What follows belongs to an exercise in optimizing a design on an open flow for small area, a short achievable clock period and few clock cycles; a production flow would make more cautious choices.
RTL that was checked went through simulation tests only; none was proved equivalent to the original.
For runs 1 and 4 to 7, only the layout was checked, not whether the RTL still works.
Power is estimated from default activity; no workload was simulated.

==> flow/design.v, too long to show whole: its modules and the start of the top module <==
// module pass_comparator: 195 lines
// module int_check: 10 lines
// module mod_step: 7 lines
// module crc64_step: 1583 lines
// module crc_x2: 3 lines
// module crc_xn2: 3 lines
module pass_comparator (
    input  wire        clk,
    input  wire        rst,
    input  wire        start,
    input  wire        coded,       
    input  wire [1:0]  trap,        
    input  wire [1:0]  trap_tag,    
    input  wire [7:0]  p_len,       
    input  wire [7:0]  k_len,       
    output wire        ready,
    output reg         rd_en,
    output wire [6:0]  rd_addr,
    input  wire [63:0] p_value,
    input  wire [19:0] p_lii,
    input  wire [1:0]  p_tag,
    input  wire [63:0] k_value,
    input  wire [19:0] k_lii,
    input  wire [1:0]  k_tag,
    output reg         done,
    output reg  [3:0]  verdict,
    output wire [7:0]  word,
    output wire [63:0] sig
);
  // ...
==> flow/flow/run.sh <==
#!/bin/bash
# The standard layout (standard.sh, its synthesis unchanged), with two
# changes to how the layout is made:
# - every input and output port is buffered by a plain buf_1 (repair may
#   resize it) instead of the delay buffer buffer_ports picks by itself;
set -euo pipefail
bash standard.sh synth > synth.log 2>&1
export BUFFER_PORTS_ARGS="-buffer_cell sky130_fd_sc_hd__buf_1"
export SETUP_SLACK_MARGIN=53
bash standard.sh floorplan > floorplan.log 2>&1
bash standard.sh place > place.log 2>&1
bash standard.sh cts > cts.log 2>&1
bash standard.sh route > route.log 2>&1
bash standard.sh finish > finish.log 2>&1
==> flow/standard.sh <==
#!/bin/bash
# synth_recipe.tcl (not shown) runs the flow's synth.tcl, then flattens the netlist and writes it again
# the make line also repeats each setting of config.mk as NAME=value (left out here)
make -C /OpenROAD-flow-scripts/flow DESIGN_CONFIG=/design/flow/config.mk WORK_HOME=/design/flow/orfs CLKGATE_MAP_FILE= SYNTH_SCRIPT=/design/flow/synth_recipe.tcl "${@:-finish}"
==> flow/config.mk <==
export PLATFORM = sky130hd
export DESIGN_NAME = pass_comparator
export DESIGN_NICKNAME = pass_comparator
export VERILOG_FILES = /design/flow/design.v
export SDC_FILE = /design/flow/constraint.sdc
export NUM_CORES = 4
export LEC_CHECK = 0
export CAP_MARGIN = 20
export CORE_MARGIN = 2
export CORE_UTILIZATION = 40
export SLEW_MARGIN = 20
export SYNTH_HIERARCHICAL = 1
==> flow/constraint.sdc <==
create_clock -name core_clock -period 70.0 [get_ports {clk}]
set_input_delay 14.0000 -clock core_clock [delete_from_list [all_inputs] [get_ports {clk}]]
set_output_delay 14.0000 -clock core_clock [all_outputs]
set_load 0.01 [all_outputs]
==> impl_metrics.csv, run 1 <==
group,metric,value,unit
timing,setup_violations,0,
routing,ant_nets,0,
timing,tightest_slew,1.14,ns
worst_setup_path,crit_type,"in -> reg",
yosys,synth-edff-count,15,
power_and_ir_drop,power_frac_seq,11.6,%
power_and_ir_drop,power_switching,0.316,mW
timing,rsz0062_at_grt,"yes",
place,dp_hpwl,94000,um
yosys,synth_nets,3161,
worst_setup_path,endpoint_kind,"flip-flop",
finish,top_register,"ncrc",
worst_setup_path,crit_required,70.16,ns
yosys,synth_ff_type,"dfxtp_1",
finish,multi_input_area_share,72.2,%
power_and_ir_drop,power_frac_comb,73.0,%
grt,overflow,0,
worst_setup_path,critPathSlowestCell,"buf_1",
worst_setup_path,worstPathCellList,"buf_1 -> xor2_1 -> ha_1 -> xor2_1 -> nand4_1 -> nor3_4 -> o2111ai_2 -> nor4_4 -> o21ai_1 -> a31oi_2 -> nor4bb_4 -> a21oi_4 -> o21bai_4",
outcome,run_status,"complete, no violations",
finish,seq_share,8.48,%
timing,worst_slack,52.55,ns
clocking,clk_latency,0.49,ns
grt,grt_max_degree,67,
timing,hold_viol,0,
routing,topRoutingLayerUsed,"met4",
routing,drcViolationCount,0,
grt,antenna_found_initial,1,
finish,layout-drive-gt1-share,18.1,%
routing,drt-wirelength-per-cell,30.9,um
power_and_ir_drop,ir_drop,0.0205,mV
power_and_ir_drop,power.density,20.5,mW/mm^2
place,dp_cells,3946,
hold_path,min_path_cells,1,
yosys,avgSynthCellArea,7.72,um^2
hold_path,min_to,"mcnt[0]$_SDFF_PN0_",
yosys,yosys_warnings,7,
routing,dr_wl_met3,10800,um
hold_path,worstHoldStart,"mcnt[0]$_SDFF_PN0_",
power_and_ir_drop,p_int,0.278,mW
==> module mod_step, before the edit <==
module mod_step (input wire [3:0] c, input wire k63, input wire [16:0] r,
                 output wire [16:0] mz, output wire k_code);
    wire [4:0] h = r[16:12];
    wire [7:0] f = {h[3:0], 4'd0} - {3'd0, h};       
    assign mz = {1'b0, r[11:0], c} + {9'd0, f};
    assign k_code = k63 ? (mz == 17'd50625) : (mz == 17'd0 || mz == 17'd65521);
endmodule
==> run 2: changes to the inputs <==
--- a/flow/design.v
+++ b/flow/design.v
@@ -206,8 +206,30 @@
 module mod_step (input wire [3:0] c, input wire k63, input wire [16:0] r,
                  output wire [16:0] mz, output wire k_code);
     wire [4:0] h = r[16:12];
-    wire [7:0] f = {h[3:0], 4'd0} - {3'd0, h};       
-    assign mz = {1'b0, r[11:0], c} + {9'd0, f};
+    reg  [7:0] f;                                    
+    always @* begin
+        case (h)
+            5'd0:  f = 8'd0;    5'd1:  f = 8'd15;   5'd2:  f = 8'd30;   5'd3:  f = 8'd45;
+            5'd4:  f = 8'd60;   5'd5:  f = 8'd75;   5'd6:  f = 8'd90;   5'd7:  f = 8'd105;
+            5'd8:  f = 8'd120;  5'd9:  f = 8'd135;  5'd10: f = 8'd150;  5'd11: f = 8'd165;
+            5'd12: f = 8'd180;  5'd13: f = 8'd195;  5'd14: f = 8'd210;  5'd15: f = 8'd225;
+            default: f = 8'd240;
+        endcase
+    end
+    wire [15:0] x  = {r[11:0], c};
+    wire [16:0] cy;
+    assign cy[0] = 1'b0;
+    genvar i;
+    generate for (i = 0; i < 16; i = i + 1) begin : g
+        if (i < 8) begin : fa
+            assign mz[i]   = x[i] ^ f[i] ^ cy[i];
+            assign cy[i+1] = (x[i] & f[i]) | (cy[i] & (x[i] | f[i]));
+        end else begin : ha
+            assign mz[i]   = x[i] ^ cy[i];
+            assign cy[i+1] = x[i] & cy[i];
+        end
+    end endgenerate
+    assign mz[16] = cy[16];
     assign k_code = k63 ? (mz == 17'd50625) : (mz == 17'd0 || mz == 17'd65521);
 endmodule
 module crc64_step (input wire [63:0] c, input wire [63:0] v, output wire [63:0] n);
==> flow/flow/run.sh (replaced) <==
#!/bin/bash
# The standard layout (standard.sh, its synthesis unchanged), except that
# every input and output port is buffered by a plain buf_1 (repair may resize
# it) instead of the delay buffer buffer_ports picks by itself.
# Each step's full output goes to a log file of its own here.
set -euo pipefail
bash standard.sh synth > synth.log 2>&1
export BUFFER_PORTS_ARGS="-buffer_cell sky130_fd_sc_hd__buf_1"
bash standard.sh floorplan > floorplan.log 2>&1
bash standard.sh place > place.log 2>&1
bash standard.sh cts > cts.log 2>&1
bash standard.sh route > route.log 2>&1
bash standard.sh finish > finish.log 2>&1
--- a/flow/config.mk
+++ b/flow/config.mk
@@ -8,5 +8,6 @@
 export CAP_MARGIN = 20
 export CORE_MARGIN = 2
 export CORE_UTILIZATION = 40
+export GPL_TIMING_DRIVEN = 0
 export SLEW_MARGIN = 20
 export SYNTH_HIERARCHICAL = 1
==> run 2 against run 1 <==
First-iteration DRC count down 13%. Combinational power down 9.7%. Sequential share of layout area up 1.6 points. Die area down 5.1%. Total power down 7.0%. Largest cell class unchanged. Flip-flop and latch count unchanged. Hold slack worse by 0.036 ns. Clock power up 1%. Worst setup slack worse by 2.3 ns. Via count down 11%. Still clean. Critical path type unchanged.
==> impl_metrics.csv, run 2 <==
group,metric,value,unit
power_and_ir_drop,power.density,22.7,mW/mm^2
routing,drt-wirelength-per-cell,30.4,um
yosys,synth-edff-count,15,
routing,vias_per_cell,5.86,
timing,hold_viol,0,
timing,whs,0.475,ns
timing,worst_slack,50.29,ns
timing,max_freq,0.0507,GHz
clocking,clk_pin_slew,0.07,ns
worst_setup_path,worstReg2RegStart,"r[16]$_SDFF_PN0_",
grt,grt_pass1_wl,157000,um
clocking,hold_buffers,0,
clocking,post_cts_buffers,0,
yosys,synth_nets,2977,
finish,layout_common_cells,"xor2_1, buf_1, xnor2_1",
yosys,yosysMostFrequentCell,"xor2_1",
yosys,synth_ff_type,"dfxtp_1",
worst_setup_path,worstPathCellList,"buf_1 -> buf_2 -> buf_1 -> xor2_1 -> xor2_1 -> nor2_1 -> o21ai_0 -> xnor2_1 -> nor4_4 -> o2111ai_1 -> nor4_2 -> nand2_1 -> a21boi_0 -> o211ai_1 -> o21ai_2 -> nand2_2 -> o21ai_0",
die,core_area,0.0528,mm^2
worst_setup_path,reg2reg_slack,63.60,ns
die,rows,84,
grt,grt_pass1_vias,21200,
routing,drt-initial-drc-count,2398,
worst_setup_path,critPathSlowestCell,"buf_1",
die,die_area,0.0555,mm^2
outcome,run_status,"complete, no violations",
finish,layout_commonest_cell,"xor2_1",
timing,max-slew-margin-rel,13.4,%
timing,setup_violations,0,
place,dp_hpwl,91900,um
grt,grt_max_degree,17,
routing,ant_nets,0,
grt,overflow,0,
timing,fin_crit_sh,28.2,%
yosys,yosys_warnings,8,
clocking,numCtsBuffers,17,
place,routabilityCongestion,1.12,
finish,top_register,"ncrc",
job,cap_violations,0,
power_and_ir_drop,leakagePower,9.70,nW
finish,top_regs,"ncrc x64, r x17",
finish,largest_reg_flops,64,
worst_setup_path,timing.critical_path.to,"a[3]$_SDFFCE_PN0P_",
die,io_pins,282,
yosys,avgSynthCellArea,7.84,um^2
clocking,clk_latency,0.49,ns
routing,drt_wl_total,114000,um
timing,final-max-slew-violation-count,0,
worst_setup_path,slowest_delay,0.86,ns
worst_setup_path,reg2reg_depth,26,
yosys,synthTopCellsByArea,"xor2_1, xnor2_1, dfxtp_1, o21ai_0, nor2_1",
yosys,async_reset_ff_share,0,%
timing,tightest_slew,1.29,ns
yosys,synthTopCellsByCount,"xor2_1, xnor2_1, nor2_1, nand2_1, o21ai_0",
worst_setup_path,start_kind,"primary input",
grt,antenna_found_initial,3,
routing,via_count,22000,
worst_setup_path,crit_type,"in -> reg",
hold_path,holdCritPathClass,"reg -> reg",
yosys,synth_top_cell_by_area,"xor2_1",
clocking,cts-resized-gates,0,
finish,syn_to_final_growth,13.6,%
yosys,syn_area,0.0214,mm^2
die,die_w,235,um
finish,layout-drive-gt1-share,5.37,%
finish,nNetsFinal,3286,
worst_setup_path,endpoint_kind,"flip-flop",
worst_setup_path,r2r_end,"verdict[1]$_DFF_P_",
yosys,synth_seq_cells,115,
yosys,yosysSeqAreaShare,11.4,%
clocking,cts_tree,"built",
worst_setup_path,crit_required,70.10,ns
clocking,htreeDepth,4,
clocking,clock_path_buffers,2,
grt,track_usage,40.0,%
hold_path,worstHoldStart,"mcnt[0]$_SDFF_PN0_",
yosys,yosys.cell_types.count,93,
timing,finalWorstPathRequiredPeriod,19.71,ns
worst_setup_path,critical_path_buf_inv_count,3,
timing,rsz0062_at_grt,"no",
place,pre_cts_ws,49.99,ns
worst_setup_path,arrival,19.81,ns
worst_setup_path,worstPathMaxFanout,10,
worst_setup_path,cp_top_family,"compound AO/OA/AOI/OAI gates",
routing,drcViolationCount,0,
place,port-buffer-count,281,
clocking,root_buffer,"clkbuf_16",
worst_setup_path,cp.depth,17,
clocking,cts.sinks,115,
routing,firstDrtPassIters,7,
timing,fin_setup_tns,0,ns
worst_setup_path,crit_path_start,"p_value[22]",
die,initial_core_util,40.6,%
die,dieHeight,235,um
yosys,postSynthCellCount,2734,
power_and_ir_drop,ir_drop,0.0166,mV
timing,finalClockSkew,0.0206,ns
yosys,synth_top_area_share,41.4,%
-- run 2: power breakdown --
group          leakage [nW]  switching (mW)  internal, mW  total (mW)
Combinational          8.46           0.257         0.134       0.392
Sequential            0.958        0.000538        0.0679      0.0684
Clock                 0.285          0.0419        0.0503      0.0922
-- run 2: worst min path at each step --
stage                                    end  slack (ns)  cells after the start
final                     mcnt[0]$_SDFF_PN0_        0.48                      1
after detailed placement  mcnt[0]$_SDFF_PN0_        0.46                      1
after global placement    mcnt[0]$_SDFF_PN0_        0.45                      1
after floorplan           mcnt[0]$_SDFF_PN0_        0.43                      1
after CTS                 mcnt[0]$_SDFF_PN0_        0.47                      1
after global routing      mcnt[0]$_SDFF_PN0_        0.51                      1
-- run 2: final cells by class --
type,count,area [um^2]
fillers,5545,28400
plain buffers,141,617
clock buffers,17,425
inverters,72,270
flip-flops and latches,115,2450
diodes,2,5.00
repair buffers,290,1160
well taps,688,861
clock inverters,15,161
multi-input cells,2406,18400
-- run 2: per-stage QoR --
stage          instances  cell area, um^2  utilization, %  power, mW
5_1_grt             3744            24400            46.2      0.570
4_1_cts             3743            24300            46.1      0.538
3_5_place_dp        3711            23700            45.0      0.444
3_3_place_gp        3703            23300            44.3      0.446
2_1_floorplan       2734            21400               -      0.324
6_report            3746            24400            46.2      0.552
-- run 2: per-module statistics from Yosys (local to each module, per instance), excerpt --
module	copies in the design	flip-flops and latches
pass_comparator	1	115
int_check	1	0
mod_step	1	0
crc_x2	818	0
crc_xn2	36	0
-- run 2: cell families (layout without fill, tap and decap cells) --
family,after synthesis,count (layout),synth area share (%)
DFF,115,115,11.4
xor gates and xnor gates,1255,1255,51.4
buffers and inverters,213,535,4.14
adders and majority gates,67,67,3.92
other,0,2,0
muxes,55,55,2.73
and+or+nand+nor,650,650,14.9
AOI/OAI and AO/OA,379,379,11.4
-- run 2: metal layers --
metal	GRT usage, %	routed length (um)
met5	0	87
met4	33.0	10800
met3	8.35	10700
met2	62.8	49700
met1	47.0	42400
Testbench counts of run 2, summed over its fixed seeds: cycles 28,467.
==> run 3: changes to the inputs <==
==> flow/flow/run.sh (replaced) <==
#!/bin/bash
# The standard layout (standard.sh, its synthesis unchanged), with two
# changes to how the layout is made:
# - every input and output port is buffered by a plain buf_1 (repair may
#   resize it) instead of the delay buffer buffer_ports picks by itself;
set -euo pipefail
bash standard.sh synth > synth.log 2>&1
export BUFFER_PORTS_ARGS="-buffer_cell sky130_fd_sc_hd__buf_1"
export SETUP_SLACK_MARGIN=51.5
bash standard.sh floorplan > floorplan.log 2>&1
bash standard.sh place > place.log 2>&1
bash standard.sh cts > cts.log 2>&1
bash standard.sh route > route.log 2>&1
bash standard.sh finish > finish.log 2>&1
--- a/flow/config.mk
+++ b/flow/config.mk
@@ -8,6 +8,5 @@
 export CAP_MARGIN = 20
 export CORE_MARGIN = 2
 export CORE_UTILIZATION = 40
-export GPL_TIMING_DRIVEN = 0
 export SLEW_MARGIN = 20
 export SYNTH_HIERARCHICAL = 1
==> run 3 against run 2 <==
Register-to-register slack got worse by 0.22 ns. Worst setup slack improved by 1.4 ns. Clock power about the same. Sequential share of layout area is 0.084 points lower. First-iteration DRC count rose by 8.5%. Die area is the same. Flip-flop and latch count unchanged. Critical path depth shrank 3. Combinational power is 2% higher. Clock skew decreased by 0.0036 ns. Global-route usage up 0.90 points. Critical path type unchanged. Critical endpoint is now a[0]$_SDFFCE_PN0P_.
==> impl_metrics.csv, run 3 <==
group,metric,value,unit
timing,final-max-slew-violation-count,0,
yosys,yosys_warnings,8,
grt,grt_pass1_wl,162000,um
timing,hold_viol,0,
finish,top_register,"ncrc",
place,dpl-instance-area,0.0239,mm^2
timing,tightest_slew,1.24,ns
worst_setup_path,start_kind,"primary input",
finish,num_antenna_cells,0,
routing,drt_wl_total,116000,um
timing,max_freq,0.0546,GHz
clocking,htreeDepth,4,
yosys,yosysMostFrequentCell,"xor2_1",
die,io_pins,282,
die,die_w,235,um
yosys,synth_nets,2977,
worst_setup_path,arrival,18.46,ns
yosys,synth_top_cell_by_area,"xor2_1",
timing,finalClockSkew,0.0170,ns
place,port-buffer-count,281,
worst_setup_path,crit_type,"in -> reg",
yosys,synth-edff-count,15,
finish,final_area,0.0246,mm^2
power_and_ir_drop,leakagePower,10.1,nW
yosys,synthTopCellsByCount,"xor2_1, xnor2_1, nor2_1, nand2_1, o21ai_0",
yosys,postSynthCellCount,2734,
routing,ant_nets,0,
timing,max-slew-margin-rel,17.1,%
clocking,clk_latency,0.48,ns
routing,drcViolationCount,0,
timing,rsz0062_at_grt,"no",
clocking,clk_pin_slew,0.07,ns
finish,final_util,46.6,%
die,rows,84,
grt,antenna_found_initial,1,
worst_setup_path,endpoint_kind,"flip-flop",
timing,whs,0.474,ns
timing,fin_setup_tns,0,ns
die,die_area,0.0555,mm^2
clocking,root_buffer,"clkbuf_16",
worst_setup_path,crit_required,70.14,ns
worst_setup_path,worstPathMaxFanout,13,
routing,vias_per_cell,5.97,
finish,top_regs,"ncrc x64, r x17",
outcome,run_status,"complete, no violations",
grt,overflow,0,
routing,drt-initial-drc-count,2601,
clocking,clock_path_buffers,2,
die,dieHeight,235,um
clocking,cts_tree,"built",
die,core_area,0.0528,mm^2
routing,via_count,22300,
finish,layout-drive-gt1-share,7.81,%
yosys,yosys.cell_types.count,93,
finish,syn_to_final_growth,14.6,%
yosys,synth_seq_cells,115,
yosys,synth_ff_type,"dfxtp_1",
finish,nNetsFinal,3277,
hold_path,holdCritPathClass,"reg -> reg",
clocking,hold_buffers,0,
finish,largest_reg_flops,64,
clocking,post_cts_buffers,0,
clocking,numCtsBuffers,17,
die,initial_core_util,40.6,%
power_and_ir_drop,ir_drop,0.0195,mV
yosys,syn_area,0.0214,mm^2
yosys,yosysSeqAreaShare,11.4,%
power_and_ir_drop,p_total,0.559,mW
yosys,synthTopCellsByArea,"xor2_1, xnor2_1, dfxtp_1, o21ai_0, nor2_1",
finish,layout_common_cells,"xor2_1, buf_1, xnor2_1",
yosys,avgSynthCellArea,7.84,um^2
place,pre_cts_ws,50.66,ns
finish,stdcell_count,3735,
yosys,async_reset_ff_share,0,%
routing,firstDrtPassIters,8,
power_and_ir_drop,power.density,22.8,mW/mm^2
routing,drt-wirelength-per-cell,31.1,um
timing,worst_slack,51.68,ns
timing,finalWorstPathRequiredPeriod,18.32,ns
grt,grt_max_degree,65,
place,routabilityCongestion,1.08,
grt,track_usage,40.9,%
place,dp_cells,3702,
job,cap_violations,0,
place,dp_hpwl,91300,um
clocking,cts.sinks,115,
grt,grt_pass1_vias,21700,
timing,fin_crit_sh,26.2,%
timing,setup_violations,0,
finish,layout_commonest_cell,"xor2_1",
yosys,synth_top_area_share,41.4,%
[run 3: worst max-delay path, cell delays in order]
cell             delay, ns
clkdlybuf4s15_1       0.60
xor2_2                0.50
xor2_1                0.30
nor2_1                0.07
o21ai_0               0.36
or3b_1                0.41
a211oi_2              0.30
o2111ai_1             0.18
nor4_2                0.50
nand2_1               0.12
a31oi_1               0.42
a31o_2                0.25
nand2_2               0.09
o21ai_2               0.35
[run 3: cell families (layout without fill, tap and decap cells)]
| family | after synthesis | after routing | share of synthesized area (%) |
|---|---|---|---|
| flops | 115 | 115 | 11.4 |
| buf+inv | 213 | 526 | 4.14 |
| simple gates | 650 | 650 | 14.9 |
| mux | 55 | 55 | 2.73 |
| xor+xnor | 1255 | 1255 | 51.4 |
| compound gates | 379 | 379 | 11.4 |
| fa+ha+maj | 67 | 67 | 3.92 |
[run 3: final cells by class]
| type | count | area, um^2 |
|---|---|---|
| Multi-Input combinational cell | 2406 | 18300 |
| Clock buffer | 17 | 425 |
| Timing Repair Buffer | 422 | 2120 |
| Inverter | 72 | 270 |
| Tap cell | 688 | 861 |
| Clock inverter | 15 | 160 |
| Sequential cell | 115 | 2450 |
| Fill cell | 5388 | 28200 |
[run 3: modules after synthesis, one instance, submodules excluded, excerpt]
module	area, um^2	cells inside	flip-flops and latches	times used
crc_xn2	8.76	1	0	36
mod_step	548	63	0	1
crc_x2	8.76	1	0	818
pass_comparator	9600	1235	115	1
int_check	3810	582	0	1
[run 3: timing repair]
| item | 4_1_cts | 5_1_grt |
|---|---|---|
| endpoints found under the hold margin | 0 | 0 |
| resized for setup | 2 | 5 |
| setup endpoints to repair | 7 | 8 |
[run 3: path summary, 6_finish.rpt]
path,end,startpoint,cells after the start,slack (ns)
worst max-delay path,a[0]$_SDFFCE_PN0P_,p_value[53],14,51.68
worst min-delay path,mcnt[0]$_SDFF_PN0_,mcnt[0]$_SDFF_PN0_,1,0.47
worst max register to register,verdict[1]$_DFF_P_,r[12]$_SDFF_PN0_,26,63.38
worst min register to register,mcnt[0]$_SDFF_PN0_,mcnt[0]$_SDFF_PN0_,1,0.47
[run 3: power by group]
group / switching (mW) / internal (mW)
sequential: 0.00108 / 0.0679
clock: 0.0419 / 0.0504
combinational: 0.259 / 0.139
total: 0.302 / 0.257
[run 3: metal layers]
metal  up-vias  track usage (%)  part of all wire [%]  wire length [um]
met3       442             6.74                   7.9              9140
met5         -                0                     0                 0
met1     10600             47.2                    37             43100
li1       9757                -                     -                 -
met4         0             34.5                   9.9             11500
met2      1493             66.3                    45             52500
==> module pass_comparator, before the edit <==
module pass_comparator (
    input  wire        clk,
    input  wire        rst,
    input  wire        start,
    input  wire        coded,       
    input  wire [1:0]  trap,        
    input  wire [1:0]  trap_tag,    
    input  wire [7:0]  p_len,       
    input  wire [7:0]  k_len,       
    output wire        ready,
    output reg         rd_en,
    output wire [6:0]  rd_addr,
    input  wire [63:0] p_value,
    input  wire [19:0] p_lii,
    input  wire [1:0]  p_tag,
    input  wire [63:0] k_value,
    input  wire [19:0] k_lii,
    input  wire [1:0]  k_tag,
    output reg         done,
    output reg  [3:0]  verdict,
    output wire [7:0]  word,
    output wire [63:0] sig
);
    localparam [1:0] TAG_BITS = 2'd0, TAG_INT = 2'd1, TAG_REAL64 = 2'd2, TAG_REAL32 = 2'd3;
    localparam [3:0] V_PASS       = 4'h0,
                     V_VALUE      = 4'h1,
                     V_CODE       = 4'h2,
                     V_INT_RANGE  = 4'h3,
                     V_REAL_RANGE = 4'h4,
                     V_REAL_NAN   = 4'h5,
                     V_LENGTH     = 4'h6,
                     V_INDEX      = 4'h7,
                     V_CODE_TRAP  = 4'h8,
                     V_RESIDUE    = 4'h9;
    reg         busy;         
    reg         md;           
    reg  [4:0]  mcnt;         
    reg  [6:0]  a;            
    reg  [6:0]  n;            
    reg         chk_valid;    
    reg         full;         
    reg         wvalid;       
    reg  [63:0] ncrc;         
    reg  [16:0] r;            
    reg  [3:0]  creg;         
    wire [6:0] am1 = a - 7'd1;
    assign ready   = !busy;
    assign rd_addr = md ? am1 : a;
    assign word    = wvalid ? {1'b0, am1} : 8'hFF;
    assign sig     = ncrc;
    wire [63:0] p = p_value;
    wire [63:0] k = k_value;
    wire [63:0] e = k ^ p;
    wire        is_int  = (p_tag == TAG_INT);
    wire        is_real = p_tag[1];
    wire        is64    = !p_tag[0];                 
    wire [10:0] e64     = p[62:52];
    wire [7:0]  e32     = p[30:23];
    wire        e64z    = (e64 == 11'd0);
    wire        e32z    = (e32 == 8'd0);
    wire        e64m    = &e64;
    wire        e32m    = &e32;
    wire [4:0] lead = is64 ? p[51:47] : p[22:18];
    wire       sub  = is64 ? e64z : e32z;
    wire       sh1  = lead[4];
    wire       sh2  = !lead[4] && lead[3];
    wire       sh3  = !lead[4] && !lead[3] && lead[2];
    wire       sh4  = !lead[4] && !lead[3] && !lead[2] && lead[1];
    wire       sh5  = !lead[4] && !lead[3] && !lead[2] && !lead[1];
    wire [2:0] esub = {sh1 | sh2, sh3 | sh4, sh1 | sh3 | (sh5 & lead[0])};
    wire [51:0] pl1 = {p[50:0], 1'b0};
    wire [51:0] pl2 = {p[49:0], 2'b0};
    wire [51:0] pl3 = {p[48:0], 3'b0};
    wire [51:0] pl4 = {p[47:0], 4'b0};
    wire [51:0] pl5 = {p[46:0], 5'b0};
    wire [51:0] psh = ({52{sh1}} & pl1) | ({52{sh2}} & pl2) | ({52{sh3}} & pl3)
                    | ({52{sh4}} & pl4) | ({52{sh5}} & pl5);
    wire [51:0] es  = k[51:0] ^ psh;
    wire frac64_ok = sub ? !(|es[51:0]) : !(|e[51:0]);
    wire frac32_ok = sub ? !(|es[22:0]) : !(|e[22:0]);
    wire [10:0] x64 = e64m ? e64 : (e64z ? {8'd0, esub} : e64 + 11'd5);
    wire [7:0]  x32 = e32m ? e32 : (e32z ? {5'd0, esub} : e32 + 8'd5);
    wire ok_bits = &e;
    wire ok_r64  = e[63] && frac64_ok && (k[62:52] == x64);
    wire ok_r32  = !(|e[63:32]) && e[31] && frac32_ok && (k[30:23] == x32);
    wire int_eq;
    int_check u_int (.p(p), .k(k), .e(e), .eq(int_eq));
    wire val_ok = (p_tag == TAG_BITS) ? ok_bits :
                  is_int              ? int_eq :
                  is64                ? ok_r64 : ok_r32;
    wire idx_bad  = (p_lii != k_lii) || (p_tag != k_tag);
    wire int_oor  = !((p[63:47] == 17'd0) || ((&p[63:47]) && (p[46:0] != 47'd0)));
    wire p64_nan  = e64m && (p[51:0] != 52'd0);
    wire k64_nan  = (&k[62:52]) && (k[51:0] != 52'd0);
    wire p64_over = !e64m && (e64 >= 11'd2042);
    wire p32_nan  = e32m && (p[22:0] != 23'd0);
    wire k32_nan  = (&k[30:23]) && (k[22:0] != 23'd0);
    wire p32_over = (!e32m && (e32 >= 8'd250)) || (p[63:32] != 32'd0);
    wire r_nan    = is64 ? (p64_nan || k64_nan) : (p32_nan || k32_nan);
    wire r_over   = is64 ? p64_over : p32_over;
    reg [3:0] wv;          
    always @* begin
        wv = V_PASS;
        if (idx_bad)                    wv = V_INDEX;
        else if (is_int) begin
            if (int_oor)                wv = V_INT_RANGE;
            else if (!int_eq)           wv = V_CODE;
        end else if (is_real) begin
            if (r_nan)                  wv = V_REAL_NAN;
            else if (r_over)            wv = V_REAL_RANGE;
            else if (!val_ok)           wv = V_VALUE;
        end else if (!val_ok)           wv = V_VALUE;
    end
    wire [63:0] crc_next;
    crc64_step u_crc (.c(ncrc), .v(p), .n(crc_next));
    always @(posedge clk) begin
        case (mcnt[3:0])
            4'd1:  creg <= k[63:60];
            4'd2:  creg <= k[59:56];
            4'd3:  creg <= k[55:52];
            4'd4:  creg <= k[51:48];
            4'd5:  creg <= k[47:44];
            4'd6:  creg <= k[43:40];
            4'd7:  creg <= k[39:36];
            4'd8:  creg <= k[35:32];
            4'd9:  creg <= k[31:28];
            4'd10: creg <= k[27:24];
            4'd11: creg <= k[23:20];
            4'd12: creg <= k[19:16];
            4'd13: creg <= k[15:12];
            4'd14: creg <= k[11:8];
            4'd15: creg <= k[7:4];
            default: creg <= k[3:0];
        endcase
    end
    wire [16:0] mz;
    wire        k_code;
    mod_step u_mod (.c(creg), .k63(k[63]), .r(r), .mz(mz), .k_code(k_code));
    wire imm    = (trap != 2'd0) || (coded && p_len != k_len) || (p_len == 8'd0);
    wire accept = start && !busy;
    wire run    = busy && !md;
    wire fail   = run && chk_valid && full && (wv != V_PASS);
    wire last   = run && chk_valid && !rd_en;
    wire to_md  = fail && (wv == V_CODE);
    wire md_end = md && (mcnt == 5'd17);
    reg [3:0] v_start;
    always @* begin
        case (trap)
            2'd1:    v_start = V_CODE_TRAP;
            2'd2:    v_start = (trap_tag == TAG_INT) ? V_INT_RANGE : V_REAL_RANGE;
            2'd3:    v_start = V_RESIDUE;
            default: v_start = (coded && p_len != k_len) ? V_LENGTH : V_PASS;
        endcase
    end
    always @(posedge clk) begin
        ncrc      <= (chk_valid && busy) ? ~crc_next : 64'd0;
        mcnt      <= md ? mcnt + 5'd1 : 5'd0;
        r         <= (md && mcnt[4:1] != 4'd0) ? mz : 17'd0;
        verdict   <= !busy ? v_start : md ? (k_code ? V_VALUE : V_CODE) : (fail ? wv : V_PASS);
        wvalid    <= busy && (md || fail);
        if (!busy) begin
            a <= accept ? 7'd0 : a;
        end else if (run && !fail) begin
            a <= a + 7'd1;
        end
        if (accept) begin
            n    <= p_len[6:0];
            full <= coded;
        end
        if (rst) begin
            busy      <= 1'b0;
            md        <= 1'b0;
            rd_en     <= 1'b0;
            chk_valid <= 1'b0;
            done      <= 1'b0;
        end else begin
            chk_valid <= rd_en && !md;
            if (!busy) begin
                done  <= accept && imm;
                busy  <= accept && !imm;
                rd_en <= accept && !imm;
            end else if (md) begin
                done  <= md_end;
                busy  <= !md_end;
                md    <= !md_end;
                rd_en <= 1'b0;
            end else begin
                done  <= (fail && !to_md) || (last && !fail);
                busy  <= !((fail && !to_md) || (last && !fail));
                md    <= to_md;
                rd_en <= fail ? to_md : (rd_en && (a + 7'd1 != n));
            end
        end
    end
endmodule
==> run 4: changes to the inputs <==
--- a/flow/design.v
+++ b/flow/design.v
@@ -41,12 +41,10 @@
     reg         full;         
     reg         wvalid;       
     reg  [63:0] ncrc;         
-    reg  [16:0] r;            
-    reg  [3:0]  creg;         
-    wire [6:0] am1 = a - 7'd1;
+    wire [6:0] am2 = a - 7'd2;
     assign ready   = !busy;
-    assign rd_addr = md ? am1 : a;
-    assign word    = wvalid ? {1'b0, am1} : 8'hFF;
+    assign rd_addr = md ? am2 : a;               
+    assign word    = wvalid ? {1'b0, am2} : 8'hFF;
     assign sig     = ncrc;
     wire [63:0] p = p_value;
     wire [63:0] k = k_value;
@@ -113,36 +111,44 @@
     end
     wire [63:0] crc_next;
     crc64_step u_crc (.c(ncrc), .v(p), .n(crc_next));
-    always @(posedge clk) begin
+    wire [16:0] r    = ncrc[16:0];      
+    wire [3:0]  creg = ncrc[20:17];     
+    reg  [3:0]  chunk;
+    always @* begin
         case (mcnt[3:0])
-            4'd1:  creg <= k[63:60];
-            4'd2:  creg <= k[59:56];
-            4'd3:  creg <= k[55:52];
-            4'd4:  creg <= k[51:48];
-            4'd5:  creg <= k[47:44];
-            4'd6:  creg <= k[43:40];
-            4'd7:  creg <= k[39:36];
-            4'd8:  creg <= k[35:32];
-            4'd9:  creg <= k[31:28];
-            4'd10: creg <= k[27:24];
-            4'd11: creg <= k[23:20];
-            4'd12: creg <= k[19:16];
-            4'd13: creg <= k[15:12];
-            4'd14: creg <= k[11:8];
-            4'd15: creg <= k[7:4];
-            default: creg <= k[3:0];
+            4'd1:  chunk = k[63:60];
+            4'd2:  chunk = k[59:56];
+            4'd3:  chunk = k[55:52];
+            4'd4:  chunk = k[51:48];
+            4'd5:  chunk = k[47:44];
+            4'd6:  chunk = k[43:40];
+            4'd7:  chunk = k[39:36];
+            4'd8:  chunk = k[35:32];
+            4'd9:  chunk = k[31:28];
+            4'd10: chunk = k[27:24];
+            4'd11: chunk = k[23:20];
+            4'd12: chunk = k[19:16];
+            4'd13: chunk = k[15:12];
+            4'd14: chunk = k[11:8];
+            4'd15: chunk = k[7:4];
+            default: chunk = k[3:0];
         endcase
     end
     wire [16:0] mz;
     wire        k_code;
     mod_step u_mod (.c(creg), .k63(k[63]), .r(r), .mz(mz), .k_code(k_code));
+    wire [16:0] r_next = (mcnt[4:1] != 4'd0) ? mz : 17'd0;
     wire imm    = (trap != 2'd0) || (coded && p_len != k_len) || (p_len == 8'd0);
     wire accept = start && !busy;
     wire run    = busy && !md;
-    wire fail   = run && chk_valid && full && (wv != V_PASS);
+    wire cf     = run && chk_valid && full;
     wire last   = run && chk_valid && !rd_en;
-    wire to_md  = fail && (wv == V_CODE);
-    wire md_end = md && (mcnt == 5'd17);
+    wire more   = rd_en && (a + 7'd1 != n);
+    wire is_code = is_int && !idx_bad && !int_oor && !int_eq;
+    wire bad     = (wv != V_PASS);
+    wire l_md    = cf && is_code;
+    wire l_fail  = cf && bad && !is_code;
+    wire md_end  = md && (mcnt == 5'd17);
     reg [3:0] v_start;
     always @* begin
         case (trap)
@@ -153,14 +159,14 @@
         endcase
     end
     always @(posedge clk) begin
-        ncrc      <= (chk_valid && busy) ? ~crc_next : 64'd0;
+        ncrc      <= md ? {~crc_next[63:21], chunk, r_next} :
+                     (chk_valid && busy) ? ~crc_next : 64'd0;
         mcnt      <= md ? mcnt + 5'd1 : 5'd0;
-        r         <= (md && mcnt[4:1] != 4'd0) ? mz : 17'd0;
-        verdict   <= !busy ? v_start : md ? (k_code ? V_VALUE : V_CODE) : (fail ? wv : V_PASS);
-        wvalid    <= busy && (md || fail);
+        verdict   <= !busy ? v_start : md ? (k_code ? V_VALUE : V_CODE) : (cf ? wv : V_PASS);
+        wvalid    <= busy && (md || (cf && bad));
         if (!busy) begin
             a <= accept ? 7'd0 : a;
-        end else if (run && !fail) begin
+        end else if (run) begin
             a <= a + 7'd1;
         end
         if (accept) begin
@@ -185,10 +191,10 @@
                 md    <= !md_end;
                 rd_en <= 1'b0;
             end else begin
-                done  <= (fail && !to_md) || (last && !fail);
-                busy  <= !((fail && !to_md) || (last && !fail));
-                md    <= to_md;
-                rd_en <= fail ? to_md : (rd_en && (a + 7'd1 != n));
+                done  <= l_fail || (last && !l_md);
+                busy  <= !(l_fail || (last && !l_md));
+                md    <= l_md;
+                rd_en <= l_md || (more && !l_fail);
             end
         end
     end
--- a/flow/flow/run.sh
+++ b/flow/flow/run.sh
@@ -6,7 +6,7 @@
 set -euo pipefail
 bash standard.sh synth > synth.log 2>&1
 export BUFFER_PORTS_ARGS="-buffer_cell sky130_fd_sc_hd__buf_1"
-export SETUP_SLACK_MARGIN=51.5
+export SETUP_SLACK_MARGIN=52.5
 bash standard.sh floorplan > floorplan.log 2>&1
 bash standard.sh place > place.log 2>&1
 bash standard.sh cts > cts.log 2>&1
==> run 4 against run 3 <==
Critical path depth down 3. Sequential share of layout area decreased by 1.9 points. Maximum frequency grew 4.0%. Clock skew up 0.0048 ns. Non-clock buffer count up 16. Still clean.
==> impl_metrics.csv, run 4 <==
group,metric,value,unit
timing,fin_crit_sh,25.2,%
worst_setup_path,start_kind,"primary input",
yosys,async_reset_ff_share,0,%
finish,layout-drive-gt1-share,11.6,%
finish,fillers,5496,
yosys,synth_top_area_share,41.3,%
power_and_ir_drop,p_total,0.533,mW
place,dp_cells,3782,
timing,rsz0062_at_grt,"yes",
timing,finalWorstPathRequiredPeriod,17.61,ns
worst_setup_path,crit_type,"in -> reg",
power_and_ir_drop,leakagePower,10.2,nW
clocking,cts.sinks,94,
yosys,synthTopCellsByCount,"xor2_1, xnor2_1, nand2_1, nor2_1, o21ai_0",
yosys,syn_area,0.0217,mm^2
yosys,postSynthCellCount,2813,
power_and_ir_drop,power.density,21.1,mW/mm^2
timing,max-slew-margin-rel,23.0,%
finish,top_regs,"ncrc x64, a x7, n x7",
routing,ant_nets,0,
grt,track_usage,43.1,%
yosys,avgSynthCellArea,7.70,um^2
timing,setup_violations,0,
yosys,synthTopCellsByArea,"xor2_1, xnor2_1, dfxtp_1, o21ai_0, nand2_1",
yosys,synth_ff_type,"dfxtp_1",
finish,syn_to_final_growth,16.5,%
worst_setup_path,critPathSlowestCell,"xor2_2",
die,core_area,0.0537,mm^2
worst_setup_path,crit_required,70.26,ns
worst_setup_path,endpoint_kind,"flip-flop",
timing,fin_setup_tns,0,ns
routing,drt-initial-drc-count,3197,
timing,max_freq,0.0568,GHz
finish,stdcell_count,3799,
yosys,yosys.cell_types.count,90,
die,initial_core_util,40.3,%
yosys,synth_nets,3057,
timing,tightest_slew,1.14,ns
yosys,yosysSeqAreaShare,9.38,%
die,io_pins,282,
routing,firstDrtPassIters,8,
clocking,cts_tree,"built",
yosys,synth_seq_cells,94,
clocking,clk_pin_slew,0.10,ns
grt,grt_pass1_wl,172000,um
routing,drcViolationCount,0,
clocking,htreeDepth,3,
worst_setup_path,slowest_delay,0.59,ns
place,port-buffer-count,281,
yosys,synth_top_cell_by_area,"xor2_1",
grt,antenna_found_initial,2,
clocking,clock_path_buffers,2,
worst_setup_path,worstPathMaxFanout,13,
grt,overflow,0,
finish,layout_common_cells,"xor2_1, buf_1, xnor2_1",
die,die_area,0.0561,mm^2
worst_setup_path,path_common_cell,"xor2_1",
grt,grt_pass1_vias,22700,
power_and_ir_drop,ir_drop,0.0169,mV
timing,final-max-slew-violation-count,0,
yosys,yosys_warnings,8,
finish,layout_commonest_cell,"xor2_1",
finish,num_antenna_cells,0,
hold_path,holdCritPathClass,"reg -> reg",
finish,top_register,"ncrc",
timing,hold_viol,0,
finish,nNetsFinal,3342,
worst_setup_path,worstPathCellList,"buf_1 -> buf_8 -> xor2_1 -> buf_4 -> xor2_2 -> xor2_2 -> xor2_1 -> xor2_1 -> xor2_1 -> xor2_1 -> nor2_1",
job,cap_violations,0,
outcome,run_status,"complete, no violations",
routing,via_count,23500,
worst_setup_path,arrival,17.87,ns
timing,whs,0.475,ns
yosys,yosysMostFrequentCell,"xor2_1",
die,die_w,237,um
worst_setup_path,critical_path_buf_inv_count,3,
place,dp_hpwl,98100,um
die,rows,85,
clocking,numCtsBuffers,9,
worst_setup_path,cp_top_family,"XOR/XNOR gates",
routing,drt-wirelength-per-cell,32.9,um
finish,final_util,47.0,%
grt,grt_max_degree,68,
clocking,clk_latency,0.41,ns
die,dieHeight,237,um
routing,drt_wl_total,125000,um
finish,multi_input_area,0.0194,mm^2
finish,seq_area,0.00203,mm^2
finish,largest_reg_flops,64,
place,routabilityCongestion,1.09,
routing,vias_per_cell,6.19,
timing,finalClockSkew,0.0218,ns
yosys,synth-edff-count,15,
clocking,root_buffer,"clkbuf_16",
run 4: cell types whose count changed in the layout (fill, tap and decap cells not counted), moves of 18 or more:
| cell | previous run | this run |
|---|---|---|
| o2111ai_1 | 29 | 11 |
| xnor2_1 | 240 | 201 |
| xor2_2 | 15 | 58 |
| nor2_1 | 195 | 168 |
| nand4_1 | 51 | 69 |
| dfxtp_1 | 100 | 79 |
| o21ai_0 | 171 | 152 |
| xor2_1 | 998 | 960 |
| buf_1 | 278 | 235 |
| clkbuf_2 | 2 | 26 |
run 4: final timing paths:
path / start / endpoint / slack, ns / depth (start not counted)
setup / recovery: p_value[7] / ncrc[29]$_DFF_P_ / 52.39 / 11
hold / removal: mcnt[0]$_SDFF_PN0_ / mcnt[0]$_SDFF_PN0_ / 0.48 / 1
setup reg to reg: ncrc[12]$_DFF_P_ / verdict[1]$_DFF_P_ / 63.26 / 26
hold reg to reg: mcnt[0]$_SDFF_PN0_ / mcnt[0]$_SDFF_PN0_ / 0.48 / 1
run 4: cell families after synthesis:
group | after synthesis | share of synthesized area (%)
compound gates | 435 | 13.5
xor+xnor | 1227 | 49.8
fa+ha+maj | 68 | 3.94
buf+inv | 227 | 4.16
flops | 94 | 9.38
mux | 56 | 2.80
simple gates | 706 | 16.5
run 4: report_power, final:
part	switching (mW)	internal (mW)	total (mW)	leakage (nW)
clock	0.0298	0.0254	0.0552	0.145
sequential	0.00103	0.0558	0.0568	0.788
combinational	0.275	0.146	0.421	9.24
total	0.305	0.227	0.533	10.2
run 4: timing repair:
action	CTS	global route
cloned	0	1
buffers inserted	0	0
gates resized for setup	59	85
hold buffers	0	0
endpoints found under the setup margin	26	26
pin swaps	0	2
run 4: layout make-up:
cell class / count / share of cell area [%]
timing repair buffer: 438 / 9.48
sequential: 94 / 8.05
clock buffer: 9 / 0.893
tap: 696 / 3.45
inverter: 63 / 0.937
clock inverter: 7 / 0.298
multi-input combinational: 2492 / 76.9
run 4: per-module statistics from Yosys, one instance, submodules excluded, excerpt:
| module | copies in the design | area [um^2] | flip-flops and latches | cells inside |
|---|---|---|---|---|
| crc_x2 | 818 | 8.76 | 0 | 1 |
| int_check | 1 | 3810 | 0 | 582 |
| crc_xn2 | 36 | 8.76 | 0 | 1 |
| pass_comparator | 1 | 9840 | 94 | 1314 |
| mod_step | 1 | 548 | 0 | 63 |
run 4: routing by layer:
metal | track usage [%] | up-vias | wire [um]
met5 | 0 | - | 13
met4 | 36.9 | 2 | 13400
met3 | 8.52 | 533 | 11600
met2 | 69.3 | 1694 | 55200
met1 | 49.3 | 11200 | 44700
li1 | - | 10100 | -
run 4: stage by stage:
step | area [um^2] | setup WS [ns]
floorplan | 21700 | 52.95
global placement | 24200 | 51.43
detailed placement | 24200 | 51.48
CTS | 24800 | 52.50
global route | 25200 | 52.47
finish | 25200 | 52.39
==> run 5: changes to the inputs <==
--- a/flow/config.mk
+++ b/flow/config.mk
@@ -7,6 +7,7 @@
 export LEC_CHECK = 0
 export CAP_MARGIN = 20
 export CORE_MARGIN = 2
-export CORE_UTILIZATION = 40
+export CORE_UTILIZATION = 55
+export PLACE_DENSITY = 0.75
 export SLEW_MARGIN = 20
 export SYNTH_HIERARCHICAL = 1
==> run 5 against run 4 <==
Clock skew shrank 0.017 ns. Flip-flop and latch count is the same. Highest routed layer unchanged. First-iteration DRC count grew 26%. Core utilization grew 17 points. Register-to-register slack lost 0.10 ns.
==> impl_metrics.csv, run 5 <==
group,metric,value,unit
finish,top_register,"ncrc",
power_and_ir_drop,clkPwrFrac,10.2,%
grt,grt_pass1_wl,160000,um
finish,largest_reg_flops,64,
die,die_w,202,um
yosys,yosys.cell_types.count,90,
yosys,synth_top_area_share,41.3,%
clocking,clock_path_buffers,2,
place,port-buffer-count,281,
routing,firstDrtPassIters,13,
finish,multi_input_area,0.0194,mm^2
die,initial_core_util,55.9,%
timing,tightest_slew,1.25,ns
clocking,root_buffer,"clkbuf_16",
die,io_pins,282,
worst_setup_path,path_common_cell,"xor2_1",
die,dieHeight,202,um
yosys,synthTopCellsByCount,"xor2_1, xnor2_1, nand2_1, nor2_1, o21ai_0",
finish,fillers,3477,
power_and_ir_drop,power_frac_comb,79.0,%
finish,nNetsFinal,3318,
timing,fin_setup_tns,0,ns
yosys,synth_ff_type,"dfxtp_1",
timing,worst_slack,52.35,ns
yosys,synth-edff-count,15,
yosys,yosys_warnings,8,
die,core_area,0.0387,mm^2
die,die_area,0.0410,mm^2
power_and_ir_drop,p_total,0.524,mW
power_and_ir_drop,p_int,0.226,mW
grt,grt_pass1_vias,23400,
power_and_ir_drop,power_frac_seq,10.9,%
finish,seq_area,0.00203,mm^2
yosys,yosysSeqAreaShare,9.38,%
clocking,htreeDepth,3,
yosys,synth_seq_cells,94,
yosys,postSynthCellCount,2813,
worst_setup_path,worstPathCellList,"buf_1 -> buf_4 -> xor2_1 -> buf_4 -> xor2_1 -> buf_4 -> xor2_1 -> xor2_1 -> xor2_1 -> xor2_1 -> xnor2_1 -> o21ai_0",
place,dp_cells,3577,
grt,antenna_found_initial,5,
place,dp_hpwl,85900,um
finish,stdcell_count,3600,
timing,setup_violations,0,
power_and_ir_drop,ir_drop,0.0189,mV
power_and_ir_drop,leakagePower,10.1,nW
yosys,synthTopCellsByArea,"xor2_1, xnor2_1, dfxtp_1, o21ai_0, nand2_1",
clocking,hold_buffers,0,
worst_setup_path,slowest_delay,0.98,ns
hold_path,holdCritPathClass,"reg -> reg",
finish,layout_common_cells,"xor2_1, buf_1, xnor2_1",
clocking,cts.sinks,94,
yosys,yosysMostFrequentCell,"xor2_1",
yosys,async_reset_ff_share,0,%
yosys,synth_top_cell_by_area,"xor2_1",
clocking,numCtsBuffers,9,
finish,layout_commonest_cell,"xor2_1",
worst_setup_path,worstPathMaxFanout,18,
grt,overflow,0,
routing,drt-initial-drc-count,4044,
routing,drcViolationCount,0,
grt,grt_max_degree,68,
worst_setup_path,crit_type,"in -> reg",
timing,hold_viol,0,
timing,whs,0.477,ns
finish,syn_to_final_growth,14.4,%
worst_setup_path,endpoint_kind,"flip-flop",
die,rows,72,
clocking,clk_pin_slew,0.08,ns
timing,fin_crit_sh,25.2,%
yosys,synth_nets,3057,
worst_setup_path,arrival,17.91,ns
routing,drt-wirelength-per-cell,31.5,um
grt,track_usage,53.5,%
timing,rsz0062_at_grt,"yes",
power_and_ir_drop,power.density,21.1,mW/mm^2
finish,top_regs,"ncrc x64, a x7, n x7",
routing,ant_nets,0,
clocking,clk_latency,0.40,ns
worst_setup_path,reg2reg_slack,63.16,ns
place,routabilityCongestion,1.22,
yosys,avgSynthCellArea,7.70,um^2
outcome,run_status,"complete, no violations",
worst_setup_path,start_kind,"primary input",
routing,vias_per_cell,6.79,
timing,max_freq,0.0566,GHz
timing,finalClockSkew,0.00521,ns
routing,via_count,24500,
finish,layout-drive-gt1-share,10.7,%
routing,drt_wl_total,113000,um
timing,final-max-slew-violation-count,0,
timing,finalWorstPathRequiredPeriod,17.65,ns
place,pre_cts_ws,51.58,ns
yosys,syn_area,0.0217,mm^2
job,cap_violations,0,
worst_setup_path,critPathSlowestCell,"xor2_1",
power_and_ir_drop,power_switching,0.298,mW
worst_setup_path,crit_required,70.25,ns
clocking,cts_tree,"built",
power_and_ir_drop,netSwitchingFraction,56.9,%
timing,max-slew-margin-rel,16.4,%
-- run 5: metal layers --
metal  share of wire (%)  vias to the layer above  global-route usage [%]
li1                    -                    10100                       -
met1                  33                    11200                    59.6
met2                  42                     2339                    79.8
met3                  14                      843                    18.3
met4                  12                        6                    49.6
met5               0.070                        -                    2.26
-- run 5: timing repair --
action / 4_1_cts / 5_1_grt
gates resized for setup: 33 / 111
pin swaps: 0 / 8
hold endpoints to repair: 0 / 0
setup buffers: 0 / 3
setup endpoints to repair: 21 / 31
gates cloned: 0 / 1
-- run 5: final timing paths --
path | cells after the start | start | end
hold / removal | 1 | mcnt[0]$_SDFF_PN0_ | mcnt[0]$_SDFF_PN0_
setup / recovery | 12 | p_value[19] | ncrc[1]$_DFF_P_
hold reg to reg | 1 | mcnt[0]$_SDFF_PN0_ | mcnt[0]$_SDFF_PN0_
setup reg to reg | 26 | ncrc[12]$_DFF_P_ | verdict[1]$_DFF_P_
-- run 5: through the flow --
stage	utilization [%]	cell area, um^2
3_3_place_gp	61.3	23700
3_5_place_dp	61.3	23800
4_1_cts	62.5	24200
6_report	64.0	24800
5_1_grt	64.0	24800
2_1_floorplan	-	21700
-- run 5: cell type report --
cell class	instances	share of cell area, %
diodes	3	0.0303
clock buffers	9	0.909
clock inverters	7	0.298
inverters	63	0.954
multi-input cells	2493	78.2
flip-flops and latches	94	8.20
well taps	518	2.61
repair buffers	413	8.75
-- run 5: cell families after synthesis --
logic type,Yosys count,share of synthesized area (%)
xor+xnor,1227,49.8
compound gates,435,13.5
fa+ha+maj,68,3.94
buf+inv,227,4.16
simple gates,706,16.5
mux,56,2.80
flops,94,9.38
-- run 5: modules after synthesis, one instance, submodules excluded, a selection --
module / cell area [um^2] / cells inside / copies in the design / flops+latches
crc_x2: 8.76 / 1 / 818 / 0
pass_comparator: 9840 / 1314 / 1 / 94
crc_xn2: 8.76 / 1 / 36 / 0
int_check: 3810 / 582 / 1 / 0
mod_step: 548 / 63 / 1 / 0
-- run 5: worst max-delay path, delay by kind of cell --
kind / cells / cell delay [ns]
buffers and inverters: 4 / 0.90
AOI/OAI and AO/OA: 1 / 0.11
xor gates and xnor gates: 7 / 2.86
-- run 5: power by group through the flow --
| stage | sequential [mW] | clock (mW) | combinational [mW] |
|---|---|---|---|
| after floorplan | 0.0577 | 0 | 0.262 |
| after global placement | 0.0580 | 0 | 0.381 |
| after detailed placement | 0.0581 | 0 | 0.382 |
| after CTS | 0.0568 | 0.0539 | 0.386 |
| after global routing | 0.0570 | 0.0558 | 0.423 |
| final | 0.0569 | 0.0532 | 0.414 |
==> run 6: changes to the inputs <==
--- a/flow/config.mk
+++ b/flow/config.mk
@@ -7,7 +7,7 @@
 export LEC_CHECK = 0
 export CAP_MARGIN = 20
 export CORE_MARGIN = 2
-export CORE_UTILIZATION = 55
-export PLACE_DENSITY = 0.75
+export CORE_UTILIZATION = 40
+export GPL_TIMING_DRIVEN = 0
 export SLEW_MARGIN = 20
 export SYNTH_HIERARCHICAL = 1
==> run 6 against run 5 <==
Area after synthesis did not move. Via count fell by 4.4%. Sequential share of layout area down 0.49 points. Global-route usage fell by 8.1 points. Non-clock buffer count up 58. Routed wire length rose by 15%. Combinational power up 4%. Count of clock-buffer cells in the layout is the same. Critical path depth shrank 3. First-iteration DRC count is 33% lower. Worst setup slack improved by 0.035 ns. Die area is 37% higher.
==> impl_metrics.csv, run 6 <==
group,metric,value,unit
hold_path,worstHoldStart,"mcnt[0]$_SDFF_PN0_",
yosys,async_reset_ff_share,0,%
worst_setup_path,worstPathCellList,"buf_2 -> xor2_2 -> xor2_2 -> xor2_2 -> xor2_1 -> xor2_1 -> xor2_1 -> xor2_1 -> o22ai_1",
timing,finalWorstPathRequiredPeriod,17.62,ns
yosys,yosys_warnings,8,
yosys,postSynthCellCount,2813,
clocking,htreeDepth,3,
finish,multi_input_area,0.0206,mm^2
power_and_ir_drop,power_switching,0.314,mW
place,dp_cells,3807,
timing,finalClockSkew,0.0150,ns
power_and_ir_drop,netSwitchingFraction,57.6,%
yosys,synth_top_cell_by_area,"xor2_1",
die,dieHeight,237,um
power_and_ir_drop,power.density,20.7,mW/mm^2
yosys,synthTopCellsByArea,"xor2_1, xnor2_1, dfxtp_1, o21ai_0, nand2_1",
grt,grt_pass1_wl,177000,um
hold_path,min_path_cells,1,
routing,via_count,23400,
finish,layout_commonest_cell,"xor2_1",
finish,nNetsFinal,3375,
place,routabilityCongestion,1.11,
worst_setup_path,endpoint_kind,"flip-flop",
yosys,synth_nets,3057,
timing,max-slew-margin-rel,23.1,%
clocking,cts.sinks,94,
worst_setup_path,critical_path_buf_inv_count,1,
power_and_ir_drop,p_int,0.231,mW
timing,setup_violations,0,
routing,drt-initial-drc-count,2723,
yosys,syn_area,0.0217,mm^2
outcome,run_status,"complete, no violations",
worst_setup_path,reg2reg_depth,26,
timing,hold_viol,0,
power_and_ir_drop,power_frac_comb,79.3,%
timing,rsz0062_at_grt,"yes",
worst_setup_path,path_common_cell,"xor2_1",
power_and_ir_drop,leakagePower,10.4,nW
routing,drt_wl_total,130000,um
routing,ant_nets,0,
yosys,avgSynthCellArea,7.70,um^2
worst_setup_path,crit_type,"in -> reg",
finish,largest_reg_flops,64,
place,port-buffer-count,281,
finish,seq_area,0.00203,mm^2
worst_setup_path,worstReg2RegStart,"ncrc[16]$_DFF_P_",
worst_setup_path,reg2reg_slack,63.30,ns
yosys,yosysSeqAreaShare,9.38,%
worst_setup_path,arrival,17.88,ns
finish,layout_common_cells,"xor2_1, buf_1, xnor2_1",
finish,layout-drive-gt1-share,15.0,%
die,rows,85,
place,pre_cts_ws,50.57,ns
grt,grt_max_degree,19,
routing,vias_per_cell,6.09,
grt,antenna_found_initial,3,
place,dp_hpwl,106000,um
yosys,synth-edff-count,15,
worst_setup_path,cp.depth,9,
finish,top_register,"ncrc",
yosys,synth_ff_type,"dfxtp_1",
grt,track_usage,45.4,%
worst_setup_path,crit_required,70.26,ns
timing,fin_setup_tns,0,ns
finish,syn_to_final_growth,21.7,%
yosys,yosys.cell_types.count,90,
worst_setup_path,start_kind,"primary input",
die,die_area,0.0561,mm^2
clocking,root_buffer,"clkbuf_16",
timing,final-max-slew-violation-count,0,
routing,drt-wirelength-per-cell,34.0,um
clocking,clk_latency,0.41,ns
power_and_ir_drop,p_total,0.545,mW
worst_setup_path,r2r_end,"verdict[1]$_DFF_P_",
routing,firstDrtPassIters,9,
clocking,clk_pin_slew,0.09,ns
power_and_ir_drop,clkPwrFrac,10.4,%
finish,top_regs,"ncrc x64, a x7, n x7",
power_and_ir_drop,ir_drop,0.0157,mV
clocking,numCtsBuffers,9,
die,initial_core_util,40.3,%
timing,worst_slack,52.38,ns
worst_setup_path,cp_top_family,"XOR/XNOR gates",
worst_setup_path,slowest_delay,0.72,ns
finish,stdcell_count,3834,
yosys,synth_top_area_share,41.3,%
hold_path,min_to,"mcnt[0]$_SDFF_PN0_",
hold_path,holdCritPathClass,"reg -> reg",
job,cap_violations,0,
yosys,synth_seq_cells,94,
grt,overflow,0,
clocking,cts_tree,"built",
power_and_ir_drop,power_frac_seq,10.4,%
worst_setup_path,worstPathMaxFanout,7,
finish,fillers,5469,
timing,max_freq,0.0568,GHz
yosys,yosysMostFrequentCell,"xor2_1",
timing,fin_crit_sh,25.2,%
routing,drcViolationCount,0,
die,core_area,0.0537,mm^2
die,die_w,237,um
worst_setup_path,critPathSlowestCell,"xor2_2",
clocking,clock_path_buffers,2,
die,io_pins,282,
timing,tightest_slew,1.15,ns
yosys,synthTopCellsByCount,"xor2_1, xnor2_1, nand2_1, nor2_1, o21ai_0",
grt,grt_pass1_vias,22600,
==> run 6: cell counts after synthesis <==
No cell type changed its count.
==> run 6: power groups by stage <==
stage / combinational [mW] / sequential (mW) / clock, mW
6_report: 0.432 / 0.0565 / 0.0565
5_1_grt: 0.443 / 0.0566 / 0.0590
4_1_cts: 0.412 / 0.0565 / 0.0572
3_5_place_dp: 0.403 / 0.0578 / 0
3_3_place_gp: 0.405 / 0.0577 / 0
2_1_floorplan: 0.262 / 0.0577 / 0
==> run 6: final cells by class <==
cell class | count | area share (%)
Multi-Input combinational cell | 2492 | 78.1
Inverter | 63 | 0.897
Timing Repair Buffer | 307 | 5.43
Tap cell | 696 | 3.30
Clock buffer | 9 | 0.854
Antenna cell | 2 | 0.0190
Buffer | 164 | 3.33
Clock inverter | 7 | 0.337
Sequential cell | 94 | 7.71
==> run 6: what timing repair did <==
item	4_1_cts	5_1_grt
setup endpoints to repair	66	18
gates resized for setup	212	240
hold buffers	0	0
setup buffers	4	3
cloned	0	0
pin swaps	3	7
==> run 6: through the flow <==
| step | hold WS (ns) | area [um^2] | util (%) |
|---|---|---|---|
| 4_1_cts | 0.479 | 25500 | 47.5 |
| 5_1_grt | 0.535 | 26400 | 49.1 |
| 2_1_floorplan | 0.430 | 21700 | - |
| 6_report | 0.478 | 26400 | 49.1 |
| 3_5_place_dp | 0.464 | 24200 | 45.1 |
| 3_3_place_gp | 0.458 | 23600 | 43.9 |
==> run 6: worst register-to-register path: stages, from the launching register on <==
cell	delay [ns]
dfxtp_1	0.44
clkbuf_1	0.33
nor2_1	0.10
ha_1	0.22
fa_1	0.43
fa_1	0.42
fa_1	0.39
inv_1	0.08
fa_1	0.19
fa_1	0.20
fa_1	0.17
inv_1	0.05
fa_1	0.43
ha_1	0.20
ha_1	0.17
ha_1	0.17
ha_1	0.18
ha_1	0.18
ha_1	0.17
ha_1	0.18
ha_1	0.23
or4_4	0.56
nor4_4	0.16
a21oi_1	0.12
o31ai_2	0.50
o21ai_0	0.14
a22o_1	0.20
==> run 6: Yosys stat by module, one instance, submodules excluded, excerpt <==
module	flops+latches	copies in the design	cell area, um^2
int_check	0	1	3810
crc_x2	0	818	8.76
mod_step	0	1	548
pass_comparator	94	1	9840
crc_xn2	0	36	8.76
==> run 6: routing by layer <==
layer | vias to the layer above | track usage, % | part of all wire, %
li1 | 10100 | - | -
met1 | 11000 | 50.4 | 36
met2 | 1624 | 72.1 | 44
met3 | 594 | 9.55 | 8.3
met4 | 2 | 43.2 | 12
met5 | - | 0 | 0.010
==> run 6: worst max path at each step <==
stage                     start          endpoint
floorplan           p_value[53]   busy$_SDFF_PP0_
global placement    p_value[50]    wvalid$_DFF_P_
detailed placement  p_value[50]    wvalid$_DFF_P_
CTS                 p_value[60]   done$_SDFF_PP0_
global route        p_value[32]   ncrc[5]$_DFF_P_
finish               p_value[2]  ncrc[18]$_DFF_P_
==> run 6: logic make-up (layout without fill, tap and decap cells) <==
kind of cell	after synthesis	count (layout)	synth area share, %
AO/OA/AOI/OAI	435	435	13.5
XOR/XNOR	1227	1227	49.8
adder cells (fa/ha/maj)	68	68	3.94
buffers and inverters	227	550	4.16
flip-flops	94	94	9.38
multiplexers	56	56	2.80
other	0	2	0
AND/OR/NAND/NOR	706	706	16.5
==> run 7: changes to the inputs <==
--- a/flow/design.v
+++ b/flow/design.v
@@ -58,13 +58,26 @@
     wire        e32z    = (e32 == 8'd0);
     wire        e64m    = &e64;
     wire        e32m    = &e32;
-    wire [4:0] lead = is64 ? p[51:47] : p[22:18];
-    wire       sub  = is64 ? e64z : e32z;
-    wire       sh1  = lead[4];
-    wire       sh2  = !lead[4] && lead[3];
-    wire       sh3  = !lead[4] && !lead[3] && lead[2];
-    wire       sh4  = !lead[4] && !lead[3] && !lead[2] && lead[1];
-    wire       sh5  = !lead[4] && !lead[3] && !lead[2] && !lead[1];
+    wire       k64  = !k_tag[0];
+    wire [4:0] l64  = p[51:47];
+    wire [4:0] l32  = p[22:18];
+    wire [4:0] s64  = {!l64[4] && !l64[3] && !l64[2] && !l64[1],
+                       !l64[4] && !l64[3] && !l64[2] && l64[1],
+                       !l64[4] && !l64[3] && l64[2],
+                       !l64[4] && l64[3],
+                       l64[4]};
+    wire [4:0] s32  = {!l32[4] && !l32[3] && !l32[2] && !l32[1],
+                       !l32[4] && !l32[3] && !l32[2] && l32[1],
+                       !l32[4] && !l32[3] && l32[2],
+                       !l32[4] && l32[3],
+                       l32[4]};
+    wire [4:0] shs  = k64 ? s64 : s32;
+    wire [4:0] lead = k64 ? l64 : l32;
+    wire       sh1  = shs[0];
+    wire       sh2  = shs[1];
+    wire       sh3  = shs[2];
+    wire       sh4  = shs[3];
+    wire       sh5  = shs[4];
     wire [2:0] esub = {sh1 | sh2, sh3 | sh4, sh1 | sh3 | (sh5 & lead[0])};
     wire [51:0] pl1 = {p[50:0], 1'b0};
     wire [51:0] pl2 = {p[49:0], 2'b0};
@@ -74,8 +87,8 @@
     wire [51:0] psh = ({52{sh1}} & pl1) | ({52{sh2}} & pl2) | ({52{sh3}} & pl3)
                     | ({52{sh4}} & pl4) | ({52{sh5}} & pl5);
     wire [51:0] es  = k[51:0] ^ psh;
-    wire frac64_ok = sub ? !(|es[51:0]) : !(|e[51:0]);
-    wire frac32_ok = sub ? !(|es[22:0]) : !(|e[22:0]);
+    wire frac64_ok = e64z ? !(|es[51:0]) : !(|e[51:0]);
+    wire frac32_ok = e32z ? !(|es[22:0]) : !(|e[22:0]);
     wire [10:0] x64 = e64m ? e64 : (e64z ? {8'd0, esub} : e64 + 11'd5);
     wire [7:0]  x32 = e32m ? e32 : (e32z ? {5'd0, esub} : e32 + 8'd5);
     wire ok_bits = &e;
--- a/flow/config.mk
+++ b/flow/config.mk
@@ -8,6 +8,5 @@
 export CAP_MARGIN = 20
 export CORE_MARGIN = 2
 export CORE_UTILIZATION = 40
-export GPL_TIMING_DRIVEN = 0
 export SLEW_MARGIN = 20
 export SYNTH_HIERARCHICAL = 1
==> run 7 against run 6 <==
Critical path depth grew 2. Die area fell by 1.3%. Maximum frequency barely moved. Area after synthesis is 1.3% lower. Flip-flop and latch count unchanged. Worst setup slack better by 0.0084 ns. Clock power is 3% lower. Hold slack got worse by 0.0051 ns. Routed wire length fell by 8.6%. Total power decreased by 3.6%. Sequential power is 1% higher. Critical path type unchanged. Largest cell class unchanged.
==> impl_metrics.csv, run 7 <==
group,metric,value,unit
worst_setup_path,endpoint_kind,"flip-flop",
yosys,yosysMostFrequentCell,"xor2_1",
worst_setup_path,arrival,17.89,ns
hold_path,holdCritPathClass,"reg -> reg",
outcome,run_status,"complete, no violations",
routing,drt_wl_total,119000,um
timing,max-slew-margin-rel,23.2,%
yosys,synth_top_area_share,41.4,%
finish,layout_common_cells,"xor2_1, buf_1, xnor2_1",
finish,layout_commonest_cell,"xor2_1",
finish,stdcell_count,3781,
grt,antenna_found_initial,2,
finish,layout-drive-gt1-share,10.9,%
clocking,htreeDepth,3,
clocking,clk_pin_slew,0.08,ns
grt,grt_pass1_wl,164000,um
routing,ant_nets,0,
yosys,syn_area,0.0214,mm^2
die,dieHeight,235,um
die,initial_core_util,40.5,%
power_and_ir_drop,power_switching,0.299,mW
timing,finalWorstPathRequiredPeriod,17.61,ns
yosys,postSynthCellCount,2775,
worst_setup_path,worstPathMaxFanout,17,
routing,vias_per_cell,6.08,
yosys,async_reset_ff_share,0,%
timing,final-max-slew-violation-count,0,
die,core_area,0.0528,mm^2
power_and_ir_drop,ir_drop,0.0137,mV
place,routabilityCongestion,1.10,
clocking,cts_tree,"built",
timing,max_freq,0.0568,GHz
finish,top_regs,"ncrc x64, a x7, n x7",
routing,firstDrtPassIters,10,
worst_setup_path,start_kind,"primary input",
power_and_ir_drop,p_int,0.227,mW
finish,syn_to_final_growth,17.0,%
job,cap_violations,0,
yosys,yosysSeqAreaShare,9.50,%
yosys,yosys.cell_types.count,95,
yosys,synthTopCellsByArea,"xor2_1, xnor2_1, dfxtp_1, nand2_1, nor2_1",
routing,drt-initial-drc-count,3039,
timing,fin_crit_sh,25.2,%
die,io_pins,282,
power_and_ir_drop,power_frac_seq,10.9,%
clocking,root_buffer,"clkbuf_16",
yosys,synth_ff_type,"dfxtp_1",
yosys,synth_seq_cells,94,
timing,rsz0062_at_grt,"no",
==> run 7: layout make-up <==
class / instances / area, um^2
clock inverters: 7 / 66.3
clock buffers: 9 / 225
multi-input cells: 2447 / 19000
fillers: 5440 / 27700
inverters: 69 / 259
well taps: 688 / 861
flip-flops and latches: 94 / 2030
diodes: 1 / 2.50
repair buffers: 466 / 2560
==> run 7: metal layers <==
layer  vias up  track usage (%)  share of wire (%)
met3       429             6.57                8.4
met1     11000             49.4                 38
li1      10100                -                  -
met2      1520             66.9                 44
met4         2             31.8                9.4
met5         -                0              0.014
==> run 7: final timing paths <==
kind                           start                  to  slack [ns]  cells after the start
setup / recovery         p_value[32]    ncrc[61]$_DFF_P_       52.39                     11
hold / removal    mcnt[0]$_SDFF_PN0_  mcnt[0]$_SDFF_PN0_        0.47                      1
setup reg to reg    ncrc[12]$_DFF_P_  verdict[0]$_DFF_P_       63.24                     27
hold reg to reg   mcnt[0]$_SDFF_PN0_  mcnt[0]$_SDFF_PN0_        0.47                      1
==> run 7: cells by family after synthesis <==
kind of cell	Yosys count	share of synthesized area (%)
AO/OA/AOI/OAI	435	14.2
XOR/XNOR	1234	50.7
adder cells (fa/ha/maj)	68	3.99
buffers and inverters	234	4.49
flip-flops	94	9.50
multiplexers	12	0.649
AND/OR/NAND/NOR	698	16.5
==> run 7: critical path, stage by stage <==
cell	delay, ns
buf_1	0.07
buf_4	0.31
xor2_2	0.17
buf_4	0.27
xor2_1	0.60
xor2_1	0.37
xor2_1	0.85
xor2_1	0.60
xor2_1	0.38
xnor2_1	0.17
nor2_1	0.06
==> run 7: timing repair <==
item,in CTS,in global routing
gates resized for setup,39,86
endpoints found under the hold margin,0,0
pin swaps,1,8
hold buffers,0,0
gates cloned,0,1
endpoints found under the setup margin,26,13
buffers inserted,1,22
==> run 7: power groups by stage <==
stage | Combinational (mW) | Sequential, mW | Clock [mW]
after floorplan | 0.260 | 0.0577 | 0
after detailed placement | 0.392 | 0.0584 | 0
after global routing | 0.428 | 0.0573 | 0.0570
after global placement | 0.394 | 0.0583 | 0
final | 0.414 | 0.0572 | 0.0546
after CTS | 0.397 | 0.0571 | 0.0563
==> run 7: modules after synthesis, one instance, submodules excluded, a selection <==
module           flops+latches  cell area (um^2)
crc_x2                       0              8.76
crc_xn2                      0              8.76
int_check                    0              3810
mod_step                     0               548
pass_comparator             94              9560
==> run 7: stage by stage <==
stage	utilization, %	power (mW)	hold slack [ns]	area (um^2)	setup WS, ns
after global routing	47.4	0.542	0.494	25000	52.47
after detailed placement	45.4	0.450	0.458	24000	51.48
after CTS	46.3	0.510	0.477	24400	52.50
final	47.4	0.525	0.473	25000	52.39
after floorplan	-	0.318	0.430	21400	52.73
after global placement	45.4	0.452	0.443	23900	51.42

Setup slack of run 7, layout unchanged: 52.389 ns with ideal ports, 52.421 ns with driving cells assumed (clock clkbuf_16, inputs buf_2), 51.955 ns with port delays also shifted by the 0.467 ns mid clock arrival.
